From an optimization exercise on the open Yosys and OpenROAD flow, aimed at small area, a short achievable clock period and few clock cycles per item; shortcuts taken in it are not production practice.
Only simulation tests tie the RTL to the original design; equivalence was not proved.

--- run.sh ---
#!/bin/bash
# synth_recipe.tcl (not shown) runs the flow's synth.tcl, then flattens the netlist and writes it again
# the make line also repeats each setting of config.mk as NAME=value (left out here)
make -C /OpenROAD-flow-scripts/flow DESIGN_CONFIG=/design/flow/config.mk WORK_HOME=/design/flow/orfs CLKGATE_MAP_FILE= SYNTH_SCRIPT=/design/flow/synth_recipe.tcl finish
--- constraint.sdc ---
create_clock -name core_clock -period 11.0 [get_ports {clk}]
set_input_delay 2.2000 -clock core_clock [delete_from_list [all_inputs] [get_ports {clk}]]
set_output_delay 2.2000 -clock core_clock [all_outputs]
set_load 0.01 [all_outputs]
--- design.v ---
module plate_backend (
    input  wire        clk,
    input  wire        rst,           
    input  wire        in_valid,
    output wire        in_ready,
    input  wire [15:0] in_v,          
    input  wire [15:0] in_gain_f,     
    input  wire [15:0] in_gain_u,     
    input  wire [15:0] in_ofs_f,      
    input  wire [15:0] in_ofs_u,      
    input  wire [15:0] in_master,     
    input  wire [15:0] in_knee,       
    input  wire        in_split,      
    input  wire        in_dark,       
    input  wire [3:0]  in_depth,      
    input  wire [1:0]  in_dither,     
    input  wire [2:0]  in_px,         
    input  wire [2:0]  in_py,         
    input  wire [2:0]  in_t,          
    input  wire        in_lim_en,     
    input  wire [15:0] in_lim,        
    output wire        out_valid,
    input  wire        out_ready,
    output wire [13:0] out_code
);
    localparam LAST = 13;
    localparam CAP  = 15;          
    localparam PW   = $clog2(CAP);
    localparam NW   = $clog2(CAP + 1);
    function [32:0] dstep16(input [16:0] r, input [15:0] q, input [16:0] dd);
        reg [17:0] tr, df;
        begin
            tr = {r, q[15]};
            df = tr - {1'b0, dd};
            dstep16 = df[17] ? {tr[16:0], q[14:0], 1'b0} : {df[16:0], q[14:0], 1'b1};
        end
    endfunction
    function [30:0] dstep14(input [16:0] r, input [13:0] q, input [16:0] dd);
        reg [17:0] tr, df;
        begin
            tr = {r, q[13]};
            df = tr - {1'b0, dd};
            dstep14 = df[17] ? {tr[16:0], q[12:0], 1'b0} : {df[16:0], q[12:0], 1'b1};
        end
    endfunction
    reg  [NW-1:0] cnt;                
    reg           rdy;
    wire          acc  = in_valid & rdy;
    wire          take;
    wire [NW-1:0] cnt_n = cnt + {{(NW-1){1'b0}}, acc} - {{(NW-1){1'b0}}, take};
    assign in_ready = rdy;
    always @(posedge clk) begin
        if (rst) begin
            cnt <= {NW{1'b0}};
            rdy <= 1'b0;
        end else begin
            cnt <= cnt_n;
            rdy <= (cnt_n < CAP);
        end
    end
    reg [LAST:1] ok;
    always @(posedge clk) begin
        if (rst) ok <= {LAST{1'b0}};
        else     ok <= {ok[LAST-1:1], acc};
    end
    reg  [15:0] gf_s1;
    reg  [15:0] gu_s1;
    reg  [15:0] of_s1;
    reg  [15:0] ou_s1;
    reg  [15:0] b_s1;
    reg  [15:0] k_s1;
    reg  [0:0] split_s1;
    reg  [0:0] dark_s1;
    reg  [15:0] v_s1;
    reg  [0:0] lim_en_s1;
    reg  [1:0] dith_s1;
    reg  [2:0] px_s1;
    reg  [2:0] py_s1;
    reg  [2:0] t_s1;
    reg  [15:0] lim_s1;
    reg  [3:0] d_s1;
    always @(posedge clk) begin
        gf_s1 <= in_gain_f;
        gu_s1 <= in_gain_u;
        of_s1 <= in_ofs_f;
        ou_s1 <= in_ofs_u;
        b_s1 <= in_master;
        k_s1 <= in_knee;
        split_s1 <= in_split;
        dark_s1 <= in_dark;
        v_s1 <= in_v;
        lim_en_s1 <= in_lim_en;
        dith_s1 <= in_dither;
        px_s1 <= in_px;
        py_s1 <= in_py;
        t_s1 <= in_t;
        lim_s1 <= in_lim;
        d_s1 <= in_depth;
    end
    wire [31:0] pg = gf_s1 * gu_s1 + 32'd16384;
    wire [15:0] g = pg[31] ? 16'hFFFF : pg[30:15];
    wire [16:0] osum = {of_s1[15], of_s1} + {ou_s1[15], ou_s1};
    wire [15:0] o = (osum[16] != osum[15]) ? {osum[16], {15{~osum[16]}}} : osum[15:0];
    wire [0:0] bgek = b_s1 >= k_s1;
    wire [0:0] dv = split_s1 & ~bgek;
    wire [0:0] ns = ~split_s1;
    wire [16:0] den = dv ? {k_s1, 1'b0} : split_s1 ? {1'b0, b_s1} : 17'd65535;
    wire [0:0] zero = dark_s1 | (v_s1 == 16'd0);
    wire [0:0] clen = lim_en_s1 & ~dark_s1;
    wire [0:0] off = dith_s1 == 2'd0;
    wire [2:0] xy = px_s1 ^ py_s1;
    wire [8:0] idx = (dith_s1 == 2'd1) ? {xy[0], py_s1[0], xy[1], py_s1[1], xy[2], py_s1[2], 3'b100} : {t_s1[0], t_s1[1], t_s1[2], xy[0], py_s1[0], xy[1], py_s1[1], xy[2], py_s1[2]};
    wire [29:0] nlim = ({14'd0, lim_s1} << d_s1) - {14'd0, lim_s1};
    wire [30:0] nl2 = dv ? {nlim, 1'b0} : {1'b0, nlim};
    reg  [15:0] b_s2;
    reg  [15:0] k_s2;
    reg  [15:0] v_s2;
    reg  [3:0] d_s2;
    reg  [30:0] nl2_s2;
    reg  [16:0] den_s2;
    reg  [15:0] g_s2;
    reg  [15:0] o_s2;
    reg  [0:0] dv_s2;
    reg  [0:0] ns_s2;
    reg  [0:0] off_s2;
    reg  [8:0] idx_s2;
    reg  [0:0] zero_s2;
    reg  [0:0] clen_s2;
    always @(posedge clk) begin
        b_s2 <= b_s1;
        k_s2 <= k_s1;
        v_s2 <= v_s1;
        d_s2 <= d_s1;
        nl2_s2 <= nl2;
        den_s2 <= den;
        g_s2 <= g;
        o_s2 <= o;
        dv_s2 <= dv;
        ns_s2 <= ns;
        off_s2 <= off;
        idx_s2 <= idx;
        zero_s2 <= zero;
        clen_s2 <= clen;
    end
    wire [16:0] f_r0 = nl2_s2[30:14];
    wire [13:0] f_q0 = nl2_s2[13:0];
    wire [0:0] fovf = nl2_s2[30:14] >= den_s2;
    wire [33:0] yl = {2'b00, v_s2} * {2'b00, g_s2} + {{3{o_s2[15]}}, o_s2, 15'd16384};
    wire [15:0] y = yl[33] ? 16'd0 : (yl[32:31] != 2'b00) ? 16'hFFFF : yl[30:15];
    wire [1:0] c1g = (g_s2 >= 16'd49152) ? 2'd2 : (g_s2 >= 16'd16384) ? 2'd1 : 2'd0;
    wire [16:0] y1s = {o_s2[15], o_s2} + {15'd0, c1g};
    wire [15:0] y1 = y1s[16] ? 16'd0 : y1s[15:0];
    wire [30:0] f_x1 = dstep14(f_r0, f_q0, den_s2);
    wire [16:0] f_r1 = f_x1[30:14];
    wire [13:0] f_q1 = f_x1[13:0];
    wire [30:0] f_x2 = dstep14(f_r1, f_q1, den_s2);
    wire [16:0] f_r2 = f_x2[30:14];
    wire [13:0] f_q2 = f_x2[13:0];
    reg  [15:0] b_s3;
    reg  [15:0] k_s3;
    reg  [3:0] d_s3;
    reg  [16:0] den_s3;
    reg  [0:0] dv_s3;
    reg  [0:0] ns_s3;
    reg  [15:0] y_s3;
    reg  [15:0] y1_s3;
    reg  [16:0] f_r2_s3;
    reg  [13:0] f_q2_s3;
    reg  [0:0] fovf_s3;
    reg  [0:0] off_s3;
    reg  [8:0] idx_s3;
    reg  [0:0] zero_s3;
    reg  [0:0] clen_s3;
    always @(posedge clk) begin
        b_s3 <= b_s2;
        k_s3 <= k_s2;
        d_s3 <= d_s2;
        den_s3 <= den_s2;
        dv_s3 <= dv_s2;
        ns_s3 <= ns_s2;
        y_s3 <= y;
        y1_s3 <= y1;
        f_r2_s3 <= f_r2;
        f_q2_s3 <= f_q2;
        fovf_s3 <= fovf;
        off_s3 <= off_s2;
        idx_s3 <= idx_s2;
        zero_s3 <= zero_s2;
        clen_s3 <= clen_s2;
    end
    wire [16:0] madd = dv_s3 ? {1'b0, k_s3} : ns_s3 ? 17'd32767 : 17'd0;
    wire [32:0] m0 = (dv_s3 ? {y_s3, 1'b0} : {1'b0, y_s3}) * b_s3 + madd;
    wire [32:0] m1 = (dv_s3 ? {y1_s3, 1'b0} : {1'b0, y1_s3}) * b_s3 + madd;
    wire [30:0] f_x3 = dstep14(f_r2_s3, f_q2_s3, den_s3);
    wire [16:0] f_r3 = f_x3[30:14];
    wire [13:0] f_q3 = f_x3[13:0];
    wire [30:0] f_x4 = dstep14(f_r3, f_q3, den_s3);
    wire [16:0] f_r4 = f_x4[30:14];
    wire [13:0] f_q4 = f_x4[13:0];
    reg  [3:0] d_s4;
    reg  [16:0] den_s4;
    reg  [32:0] m0_s4;
    reg  [32:0] m1_s4;
    reg  [16:0] f_r4_s4;
    reg  [13:0] f_q4_s4;
    reg  [0:0] fovf_s4;
    reg  [0:0] off_s4;
    reg  [8:0] idx_s4;
    reg  [0:0] zero_s4;
    reg  [0:0] clen_s4;
    always @(posedge clk) begin
        d_s4 <= d_s3;
        den_s4 <= den_s3;
        m0_s4 <= m0;
        m1_s4 <= m1;
        f_r4_s4 <= f_r4;
        f_q4_s4 <= f_q4;
        fovf_s4 <= fovf_s3;
        off_s4 <= off_s3;
        idx_s4 <= idx_s3;
        zero_s4 <= zero_s3;
        clen_s4 <= clen_s3;
    end
    wire [16:0] a_r0 = m0_s4[32:16];
    wire [15:0] a_q0 = m0_s4[15:0];
    wire [16:0] b_r0 = m1_s4[32:16];
    wire [15:0] b_q0 = m1_s4[15:0];
    wire [30:0] f_x5 = dstep14(f_r4_s4, f_q4_s4, den_s4);
    wire [16:0] f_r5 = f_x5[30:14];
    wire [13:0] f_q5 = f_x5[13:0];
    wire [30:0] f_x6 = dstep14(f_r5, f_q5, den_s4);
    wire [16:0] f_r6 = f_x6[30:14];
    wire [13:0] f_q6 = f_x6[13:0];
    wire [32:0] a_x1 = dstep16(a_r0, a_q0, den_s4);
    wire [16:0] a_r1 = a_x1[32:16];
    wire [15:0] a_q1 = a_x1[15:0];
    wire [32:0] a_x2 = dstep16(a_r1, a_q1, den_s4);
    wire [16:0] a_r2 = a_x2[32:16];
    wire [15:0] a_q2 = a_x2[15:0];
    wire [32:0] b_x1 = dstep16(b_r0, b_q0, den_s4);
    wire [16:0] b_r1 = b_x1[32:16];
    wire [15:0] b_q1 = b_x1[15:0];
    wire [32:0] b_x2 = dstep16(b_r1, b_q1, den_s4);
    wire [16:0] b_r2 = b_x2[32:16];
    wire [15:0] b_q2 = b_x2[15:0];
    reg  [3:0] d_s5;
    reg  [16:0] den_s5;
    reg  [16:0] f_r6_s5;
    reg  [13:0] f_q6_s5;
    reg  [0:0] fovf_s5;
    reg  [16:0] a_r2_s5;
    reg  [15:0] a_q2_s5;
    reg  [16:0] b_r2_s5;
    reg  [15:0] b_q2_s5;
    reg  [0:0] off_s5;
    reg  [8:0] idx_s5;
    reg  [0:0] zero_s5;
    reg  [0:0] clen_s5;
    always @(posedge clk) begin
        d_s5 <= d_s4;
        den_s5 <= den_s4;
        f_r6_s5 <= f_r6;
        f_q6_s5 <= f_q6;
        fovf_s5 <= fovf_s4;
        a_r2_s5 <= a_r2;
        a_q2_s5 <= a_q2;
        b_r2_s5 <= b_r2;
        b_q2_s5 <= b_q2;
        off_s5 <= off_s4;
        idx_s5 <= idx_s4;
        zero_s5 <= zero_s4;
        clen_s5 <= clen_s4;
    end
    wire [30:0] f_x7 = dstep14(f_r6_s5, f_q6_s5, den_s5);
    wire [16:0] f_r7 = f_x7[30:14];
    wire [13:0] f_q7 = f_x7[13:0];
    wire [30:0] f_x8 = dstep14(f_r7, f_q7, den_s5);
    wire [16:0] f_r8 = f_x8[30:14];
    wire [13:0] f_q8 = f_x8[13:0];
    wire [32:0] a_x3 = dstep16(a_r2_s5, a_q2_s5, den_s5);
    wire [16:0] a_r3 = a_x3[32:16];
    wire [15:0] a_q3 = a_x3[15:0];
    wire [32:0] a_x4 = dstep16(a_r3, a_q3, den_s5);
    wire [16:0] a_r4 = a_x4[32:16];
    wire [15:0] a_q4 = a_x4[15:0];
    wire [32:0] b_x3 = dstep16(b_r2_s5, b_q2_s5, den_s5);
    wire [16:0] b_r3 = b_x3[32:16];
    wire [15:0] b_q3 = b_x3[15:0];
    wire [32:0] b_x4 = dstep16(b_r3, b_q3, den_s5);
    wire [16:0] b_r4 = b_x4[32:16];
    wire [15:0] b_q4 = b_x4[15:0];
    reg  [3:0] d_s6;
    reg  [16:0] den_s6;
    reg  [16:0] f_r8_s6;
    reg  [13:0] f_q8_s6;
    reg  [0:0] fovf_s6;
    reg  [16:0] a_r4_s6;
    reg  [15:0] a_q4_s6;
    reg  [16:0] b_r4_s6;
    reg  [15:0] b_q4_s6;
    reg  [0:0] off_s6;
    reg  [8:0] idx_s6;
    reg  [0:0] zero_s6;
    reg  [0:0] clen_s6;
    always @(posedge clk) begin
        d_s6 <= d_s5;
        den_s6 <= den_s5;
        f_r8_s6 <= f_r8;
        f_q8_s6 <= f_q8;
        fovf_s6 <= fovf_s5;
        a_r4_s6 <= a_r4;
        a_q4_s6 <= a_q4;
        b_r4_s6 <= b_r4;
        b_q4_s6 <= b_q4;
        off_s6 <= off_s5;
        idx_s6 <= idx_s5;
        zero_s6 <= zero_s5;
        clen_s6 <= clen_s5;
    end
    wire [30:0] f_x9 = dstep14(f_r8_s6, f_q8_s6, den_s6);
    wire [16:0] f_r9 = f_x9[30:14];
    wire [13:0] f_q9 = f_x9[13:0];
    wire [30:0] f_x10 = dstep14(f_r9, f_q9, den_s6);
    wire [16:0] f_r10 = f_x10[30:14];
    wire [13:0] f_q10 = f_x10[13:0];
    wire [32:0] a_x5 = dstep16(a_r4_s6, a_q4_s6, den_s6);
    wire [16:0] a_r5 = a_x5[32:16];
    wire [15:0] a_q5 = a_x5[15:0];
    wire [32:0] a_x6 = dstep16(a_r5, a_q5, den_s6);
    wire [16:0] a_r6 = a_x6[32:16];
    wire [15:0] a_q6 = a_x6[15:0];
    wire [32:0] b_x5 = dstep16(b_r4_s6, b_q4_s6, den_s6);
    wire [16:0] b_r5 = b_x5[32:16];
    wire [15:0] b_q5 = b_x5[15:0];
    wire [32:0] b_x6 = dstep16(b_r5, b_q5, den_s6);
    wire [16:0] b_r6 = b_x6[32:16];
    wire [15:0] b_q6 = b_x6[15:0];
    reg  [3:0] d_s7;
    reg  [16:0] den_s7;
    reg  [16:0] f_r10_s7;
    reg  [13:0] f_q10_s7;
    reg  [0:0] fovf_s7;
    reg  [16:0] a_r6_s7;
    reg  [15:0] a_q6_s7;
    reg  [16:0] b_r6_s7;
    reg  [15:0] b_q6_s7;
    reg  [0:0] off_s7;
    reg  [8:0] idx_s7;
    reg  [0:0] zero_s7;
    reg  [0:0] clen_s7;
    always @(posedge clk) begin
        d_s7 <= d_s6;
        den_s7 <= den_s6;
        f_r10_s7 <= f_r10;
        f_q10_s7 <= f_q10;
        fovf_s7 <= fovf_s6;
        a_r6_s7 <= a_r6;
        a_q6_s7 <= a_q6;
        b_r6_s7 <= b_r6;
        b_q6_s7 <= b_q6;
        off_s7 <= off_s6;
        idx_s7 <= idx_s6;
        zero_s7 <= zero_s6;
        clen_s7 <= clen_s6;
    end
    wire [30:0] f_x11 = dstep14(f_r10_s7, f_q10_s7, den_s7);
    wire [16:0] f_r11 = f_x11[30:14];
    wire [13:0] f_q11 = f_x11[13:0];
    wire [30:0] f_x12 = dstep14(f_r11, f_q11, den_s7);
    wire [16:0] f_r12 = f_x12[30:14];
    wire [13:0] f_q12 = f_x12[13:0];
    wire [32:0] a_x7 = dstep16(a_r6_s7, a_q6_s7, den_s7);
    wire [16:0] a_r7 = a_x7[32:16];
    wire [15:0] a_q7 = a_x7[15:0];
    wire [32:0] a_x8 = dstep16(a_r7, a_q7, den_s7);
    wire [16:0] a_r8 = a_x8[32:16];
    wire [15:0] a_q8 = a_x8[15:0];
    wire [32:0] b_x7 = dstep16(b_r6_s7, b_q6_s7, den_s7);
    wire [16:0] b_r7 = b_x7[32:16];
    wire [15:0] b_q7 = b_x7[15:0];
    wire [32:0] b_x8 = dstep16(b_r7, b_q7, den_s7);
    wire [16:0] b_r8 = b_x8[32:16];
    wire [15:0] b_q8 = b_x8[15:0];
    reg  [3:0] d_s8;
    reg  [16:0] den_s8;
    reg  [16:0] f_r12_s8;
    reg  [13:0] f_q12_s8;
    reg  [0:0] fovf_s8;
    reg  [16:0] a_r8_s8;
    reg  [15:0] a_q8_s8;
    reg  [16:0] b_r8_s8;
    reg  [15:0] b_q8_s8;
    reg  [0:0] off_s8;
    reg  [8:0] idx_s8;
    reg  [0:0] zero_s8;
    reg  [0:0] clen_s8;
    always @(posedge clk) begin
        d_s8 <= d_s7;
        den_s8 <= den_s7;
        f_r12_s8 <= f_r12;
        f_q12_s8 <= f_q12;
        fovf_s8 <= fovf_s7;
        a_r8_s8 <= a_r8;
        a_q8_s8 <= a_q8;
        b_r8_s8 <= b_r8;
        b_q8_s8 <= b_q8;
        off_s8 <= off_s7;
        idx_s8 <= idx_s7;
        zero_s8 <= zero_s7;
        clen_s8 <= clen_s7;
    end
    wire [30:0] f_x13 = dstep14(f_r12_s8, f_q12_s8, den_s8);
    wire [16:0] f_r13 = f_x13[30:14];
    wire [13:0] f_q13 = f_x13[13:0];
    wire [30:0] f_x14 = dstep14(f_r13, f_q13, den_s8);
    wire [16:0] f_r14 = f_x14[30:14];
    wire [13:0] f_q14 = f_x14[13:0];
    wire [13:0] top = (14'd1 << d_s8) - 14'd1;
    wire [13:0] cl = (fovf_s8 || f_q14 > top) ? top : f_q14;
    wire [32:0] a_x9 = dstep16(a_r8_s8, a_q8_s8, den_s8);
    wire [16:0] a_r9 = a_x9[32:16];
    wire [15:0] a_q9 = a_x9[15:0];
    wire [32:0] a_x10 = dstep16(a_r9, a_q9, den_s8);
    wire [16:0] a_r10 = a_x10[32:16];
    wire [15:0] a_q10 = a_x10[15:0];
    wire [32:0] b_x9 = dstep16(b_r8_s8, b_q8_s8, den_s8);
    wire [16:0] b_r9 = b_x9[32:16];
    wire [15:0] b_q9 = b_x9[15:0];
    wire [32:0] b_x10 = dstep16(b_r9, b_q9, den_s8);
    wire [16:0] b_r10 = b_x10[32:16];
    wire [15:0] b_q10 = b_x10[15:0];
    reg  [3:0] d_s9;
    reg  [16:0] den_s9;
    reg  [16:0] a_r10_s9;
    reg  [15:0] a_q10_s9;
    reg  [16:0] b_r10_s9;
    reg  [15:0] b_q10_s9;
    reg  [0:0] off_s9;
    reg  [8:0] idx_s9;
    reg  [0:0] zero_s9;
    reg  [0:0] clen_s9;
    reg  [13:0] cl_s9;
    always @(posedge clk) begin
        d_s9 <= d_s8;
        den_s9 <= den_s8;
        a_r10_s9 <= a_r10;
        a_q10_s9 <= a_q10;
        b_r10_s9 <= b_r10;
        b_q10_s9 <= b_q10;
        off_s9 <= off_s8;
        idx_s9 <= idx_s8;
        zero_s9 <= zero_s8;
        clen_s9 <= clen_s8;
        cl_s9 <= cl;
    end
    wire [32:0] a_x11 = dstep16(a_r10_s9, a_q10_s9, den_s9);
    wire [16:0] a_r11 = a_x11[32:16];
    wire [15:0] a_q11 = a_x11[15:0];
    wire [32:0] a_x12 = dstep16(a_r11, a_q11, den_s9);
    wire [16:0] a_r12 = a_x12[32:16];
    wire [15:0] a_q12 = a_x12[15:0];
    wire [32:0] b_x11 = dstep16(b_r10_s9, b_q10_s9, den_s9);
    wire [16:0] b_r11 = b_x11[32:16];
    wire [15:0] b_q11 = b_x11[15:0];
    wire [32:0] b_x12 = dstep16(b_r11, b_q11, den_s9);
    wire [16:0] b_r12 = b_x12[32:16];
    wire [15:0] b_q12 = b_x12[15:0];
    reg  [3:0] d_s10;
    reg  [16:0] den_s10;
    reg  [16:0] a_r12_s10;
    reg  [15:0] a_q12_s10;
    reg  [16:0] b_r12_s10;
    reg  [15:0] b_q12_s10;
    reg  [0:0] off_s10;
    reg  [8:0] idx_s10;
    reg  [0:0] zero_s10;
    reg  [0:0] clen_s10;
    reg  [13:0] cl_s10;
    always @(posedge clk) begin
        d_s10 <= d_s9;
        den_s10 <= den_s9;
        a_r12_s10 <= a_r12;
        a_q12_s10 <= a_q12;
        b_r12_s10 <= b_r12;
        b_q12_s10 <= b_q12;
        off_s10 <= off_s9;
        idx_s10 <= idx_s9;
        zero_s10 <= zero_s9;
        clen_s10 <= clen_s9;
        cl_s10 <= cl_s9;
    end
    wire [32:0] a_x13 = dstep16(a_r12_s10, a_q12_s10, den_s10);
    wire [16:0] a_r13 = a_x13[32:16];
    wire [15:0] a_q13 = a_x13[15:0];
    wire [32:0] a_x14 = dstep16(a_r13, a_q13, den_s10);
    wire [16:0] a_r14 = a_x14[32:16];
    wire [15:0] a_q14 = a_x14[15:0];
    wire [32:0] b_x13 = dstep16(b_r12_s10, b_q12_s10, den_s10);
    wire [16:0] b_r13 = b_x13[32:16];
    wire [15:0] b_q13 = b_x13[15:0];
    wire [32:0] b_x14 = dstep16(b_r13, b_q13, den_s10);
    wire [16:0] b_r14 = b_x14[32:16];
    wire [15:0] b_q14 = b_x14[15:0];
    reg  [3:0] d_s11;
    reg  [16:0] den_s11;
    reg  [16:0] a_r14_s11;
    reg  [15:0] a_q14_s11;
    reg  [16:0] b_r14_s11;
    reg  [15:0] b_q14_s11;
    reg  [0:0] off_s11;
    reg  [8:0] idx_s11;
    reg  [0:0] zero_s11;
    reg  [0:0] clen_s11;
    reg  [13:0] cl_s11;
    always @(posedge clk) begin
        d_s11 <= d_s10;
        den_s11 <= den_s10;
        a_r14_s11 <= a_r14;
        a_q14_s11 <= a_q14;
        b_r14_s11 <= b_r14;
        b_q14_s11 <= b_q14;
        off_s11 <= off_s10;
        idx_s11 <= idx_s10;
        zero_s11 <= zero_s10;
        clen_s11 <= clen_s10;
        cl_s11 <= cl_s10;
    end
    wire [32:0] a_x15 = dstep16(a_r14_s11, a_q14_s11, den_s11);
    wire [16:0] a_r15 = a_x15[32:16];
    wire [15:0] a_q15 = a_x15[15:0];
    wire [32:0] a_x16 = dstep16(a_r15, a_q15, den_s11);
    wire [16:0] a_r16 = a_x16[32:16];
    wire [15:0] a_q16 = a_x16[15:0];
    wire [32:0] b_x15 = dstep16(b_r14_s11, b_q14_s11, den_s11);
    wire [16:0] b_r15 = b_x15[32:16];
    wire [15:0] b_q15 = b_x15[15:0];
    wire [32:0] b_x16 = dstep16(b_r15, b_q15, den_s11);
    wire [16:0] b_r16 = b_x16[32:16];
    wire [15:0] b_q16 = b_x16[15:0];
    reg  [3:0] d_s12;
    reg  [0:0] off_s12;
    reg  [8:0] idx_s12;
    reg  [15:0] a_q16_s12;
    reg  [15:0] b_q16_s12;
    reg  [0:0] zero_s12;
    reg  [0:0] clen_s12;
    reg  [13:0] cl_s12;
    always @(posedge clk) begin
        d_s12 <= d_s11;
        off_s12 <= off_s11;
        idx_s12 <= idx_s11;
        a_q16_s12 <= a_q16;
        b_q16_s12 <= b_q16;
        zero_s12 <= zero_s11;
        clen_s12 <= clen_s11;
        cl_s12 <= cl_s11;
    end
    wire [15:0] th = off_s12 ? 16'h7FFF : {idx_s12, 7'h3F};
    wire [29:0] n0 = ({14'd0, a_q16_s12} << d_s12) - {14'd0, a_q16_s12} + {14'd0, th};
    wire [29:0] n1 = ({14'd0, b_q16_s12} << d_s12) - {14'd0, b_q16_s12} + {14'd0, th};
    reg  [29:0] n0_s13;
    reg  [29:0] n1_s13;
    reg  [0:0] zero_s13;
    reg  [0:0] clen_s13;
    reg  [13:0] cl_s13;
    always @(posedge clk) begin
        n0_s13 <= n0;
        n1_s13 <= n1;
        zero_s13 <= zero_s12;
        clen_s13 <= clen_s12;
        cl_s13 <= cl_s12;
    end
    wire [13:0] code0 = n0_s13[29:16] + {13'd0, ({3'd0, n0_s13[29:16]} + {1'b0, n0_s13[15:0]}) >= 17'd65535};
    wire [13:0] code1 = n1_s13[29:16] + {13'd0, ({3'd0, n1_s13[29:16]} + {1'b0, n1_s13[15:0]}) >= 17'd65535};
    wire [13:0] res = zero_s13 ? 14'd0 : (clen_s13 && code0 > cl_s13) ? ((code1 <= cl_s13) ? cl_s13 : 14'd0) : code0;
    reg [13:0]   oreg;
    reg          ovld;
    reg [13:0]   fifo [0:CAP-2];
    reg [PW-1:0] wp, rp;
    reg [NW-1:0] fcnt;
    wire         wr    = ok[LAST];
    wire         load  = ~ovld | out_ready;
    wire         fne   = (fcnt != {NW{1'b0}});
    wire         bypass = load & ~fne;
    wire         push  = wr & ~bypass;
    wire         pop   = load & fne;
    assign out_valid = ovld;
    assign out_code  = oreg;
    assign take      = ovld & out_ready;
    always @(posedge clk) begin
        if (push) fifo[wp] <= res;
        if (load) oreg <= fne ? fifo[rp] : res;
        if (rst) begin
            ovld <= 1'b0;
            wp   <= {PW{1'b0}};
            rp   <= {PW{1'b0}};
            fcnt <= {NW{1'b0}};
        end else begin
            if (load) ovld <= fne | wr;
            if (push) wp <= (wp == CAP - 2) ? {PW{1'b0}} : wp + 1'b1;
            if (pop)  rp <= (rp == CAP - 2) ? {PW{1'b0}} : rp + 1'b1;
            fcnt <= fcnt + {{(NW-1){1'b0}}, push} - {{(NW-1){1'b0}}, pop};
        end
    end
endmodule
--- config.mk ---
export PLATFORM = sky130hd
export DESIGN_NAME = plate_backend
export DESIGN_NICKNAME = plate_backend
export VERILOG_FILES = /design/flow/design.v
export SDC_FILE = /design/flow/constraint.sdc
export NUM_CORES = 4
export LEC_CHECK = 0
export CAP_MARGIN = 20
export CORE_MARGIN = 2
export CORE_UTILIZATION = 40
export PLACE_DENSITY = 0.6
export SETUP_SLACK_MARGIN = 5
export SLEW_MARGIN = 20
==> flow_summary.toml <==
[worst_setup_path]
path_class = "flip-flop to flip-flop"
r2r-end = "y_s3[3]"
r2r-start = "g_s2[4]"
endpoint = "y_s3[3]"
cp.required_ps = 11800
r2r_cells = 39
cp_slowest_cell = "fa_1"
cp_max_fo = 8
rrSetupSlack_ps = 3040
crit_start = "g_s2[4]"
cp-start-kind = "flip-flop"
cp_common_cell = "fa_1"
cp-end-kind = "flip-flop"
max_stage_delay_ps = 530
worstPathArrival_ps = 8760

[detailed_routing]
wire_per_inst_um = 18.73
via_count = 97460
firstDrtPassIters = 6
wl_um = 352700
viasPerCell = 5.176
drt_iter0_drc = 6209
drc = 0
ant_nets = 0

[clock_network]
cts_buffers = 201
cts_sinks = 1800
cts.clk_slew.worst_paths_ps = 70
cts_tree = "yes"
cts_root_buf = "clkbuf_16"
insertion_delay_ps = 950
htreeDepth = 4
cts_buffer_depth = 4

[finish]
layout-drive-gt1-share_pct = 16.86
final_cell_mix = "1549 x inv_1, 1477 x dfxtp_1, 1418 x ha_1"
multi_input_area_mm2 = 0.08936
area_growth_pct = 19.23
design_area_mm2 = 0.1551
layout.nets = 16895
register_area_mm2 = 0.03843
final_common_cell = "inv_1"
fillers = 30278

[timing]
fin_skew_ps = 80.13
setup_violations = 0
maxSlewHeadroom_pct = 24.28
totalNegativeSetupSlack_ps = 0
rsz0062_at_grt = "true"
hold_violations = 0
worst_hold_slack_ps = 250.4
min_period_over_period_pct = 72.33
fmax_mhz = 125.7
tightestPinTransition_ps = 1136
drv_slew = 0
period_minus_slack_ps = 7956

[synth]
synthXorXnorAreaFrac_pct = 5.842
yosys_most_used_dff = "dfxtp_1"
synthSimpleGateAreaFrac_pct = 12.72
synth_cell_types = 96
async_flop_share_pct = 0
syn_area_mm2 = 0.1300
synth_compound_area_share_pct = 12.12
ys_warn_count = 1
yosysSeqAreaShare_pct = 29.33
synth_fp_nets = 16215
synth_fa_ha_area_share_pct = 28.43
syn_area_per_cell_um2 = 9.523
synth-seq-cells = 1800
synth-edff-count = 210
synth_top_family_by_area = "adder cells"
synthMuxAreaShare_pct = 5.784
synthCells = 13655

[global_routing]
grt_overflow = 0
grt.total_usage_pct = 20.69
grt_max_degree = 66
use_met2_pct = 34.24
grtUsageMet3_pct = 3.086
antenna_found_initial = 12
grt_pass1_vias = 96379
grt_pass1_wl_um = 544700
top_usage_layer = "met2"
globalRouteMet1Util_pct = 27.48

[floorplanning]
std_cell_rows = 209
core-area_mm2 = 0.3237
dieWidth_um = 574.2
fp.dieH_um = 574.2
io_pins = 166
die_area_mm2 = 0.3297
start_util_pct = 40.17

[placed_design]
place_area_mm2 = 0.1372
place_hpwl_um = 259700
portBuffers = 165
gp_congestion = 0.8833

[run]
maxCapViolCount = 0

[worst_hold_path]
min_path_type = "flip-flop to flip-flop"

[outcome]
status = "complete, no violations"
## state kept, by name, summed over array words and instances (netlist names), 30 cells and up, named ones only
| register | cells |
|---|---|
| m1_s4 | 33 |
| nl2_s2 | 31 |
| n1_s13 | 30 |
| fifo | 196 |
| m0_s4 | 33 |
| n0_s13 | 30 |
## worst min path at each step
stage | startpoint | to | slack, ps | cells after the start
floorplan | a_q8_s8[8] | a_q10_s9[10] | 310 | 0
global placement | b_q2_s5[13] | b_q4_s6[15] | 310 | 0
detailed placement | a_q8_s8[1] | a_q10_s9[3] | 310 | 0
CTS | cl_s12[10] | cl_s13[10] | 240 | 0
global route | cl_s12[10] | cl_s13[10] | 250 | 0
finish | cl_s12[10] | cl_s13[10] | 250 | 0
## stage by stage
stage | utilization (%) | setup slack, ps | std cells
final | 47.89 | 3044 | 18831
after global routing | 47.89 | 2597 | 18831
after CTS | 46.67 | 3108 | 18641
after detailed placement | 42.37 | 2129 | 17876
after global placement | 42.37 | 2248 | 17876
after floorplan | - | 3394 | 13655
## metal layers
layer / share of wire, % / routed length [µm]
met1: 44 / 156400
met4: 3.6 / 12860
met5: 0.016 / 57
met2: 46 / 163600
met3: 5.6 / 19800
## critical path: cells and delay by family, from the launching register on
family                   cells  cell delay (ps)
multiplexers                 1               90
AO/OA/AOI/OAI               11             1750
adder cells (fa/ha/maj)      8             3520
flip-flops                   1              370
AND/OR/NAND/NOR              9             1070
XOR/XNOR                     1              180
buffers and inverters        9              900
## cells by family after synthesis
| family | after synthesis |
|---|---|
| mux | 612 |
| flops | 1800 |
| buf+inv | 1988 |
| xor+xnor | 858 |
| fa+ha+maj | 2410 |
| simple gates | 3504 |
| compound gates | 2483 |
## cells in the mapped netlist (244+ instances only)
cell      count  area share [%]
inv_1      1629             4.7
dfxtp_1    1590              24
ha_1       1502              14
nand2_1    1360             3.9
fa_1        908              14
a21oi_1     802             3.1
nor2_1      649             1.9
xnor2_1     599             4.0
o21ai_0     535             2.1
and2_1      409             2.0
mux2_2      389             3.4
clkbuf_1    302            0.87
xor2_1      248             1.7
a21o_1      244             1.4
## final cells by class
class / instances / share of cell area [%]
sequential: 1800 / 24.79
inverter: 1633 / 4.047
clock inverter: 115 / 0.9514
antenna: 1 / 0.001614
multi-input combinational: 9878 / 57.63
clock buffer: 258 / 3.620
tap: 4325 / 3.490
timing repair buffer: 821 / 5.470
## what timing repair did
action | in CTS | in global routing
pin swaps | 258 | 342
gates cloned | 35 | 12
endpoints found under the setup margin | 660 | 651
buffers inserted | 357 | 177
hold endpoints to repair | 0 | 0
hold buffers | 0 | 0
gates resized for setup | 781 | 532
Testbench counts, summed over its fixed seeds: cycles 3,312, items 3,200.

## static timing again, ports no longer ideal
No port has a modelled driver above. Below, the same layout with a new extraction and two added sets of constraints. Step 1, drivers: a clkbuf_16 drives clk and a buf_2 each remaining input, both assumed. Step 2 moves the port delays by t, midway between the first and last clock arrival at a register: inputs arrive t later, outputs are due t later. That takes back most of the time a late clock gives input paths. Slacks: ideal ports / drivers / drivers and shift; pairs: ideal ports / drivers.
t (ns): 1.000
setup WS [ns]: 3.044 / 3.044 / 3.044
worst register clock-pin slew, ns: 0.07 / 0.07
After both steps this run still meets setup and hold. For this run, drivers alone change the setup slack by 0.000 ns; drivers and shift together by 0.000 ns.
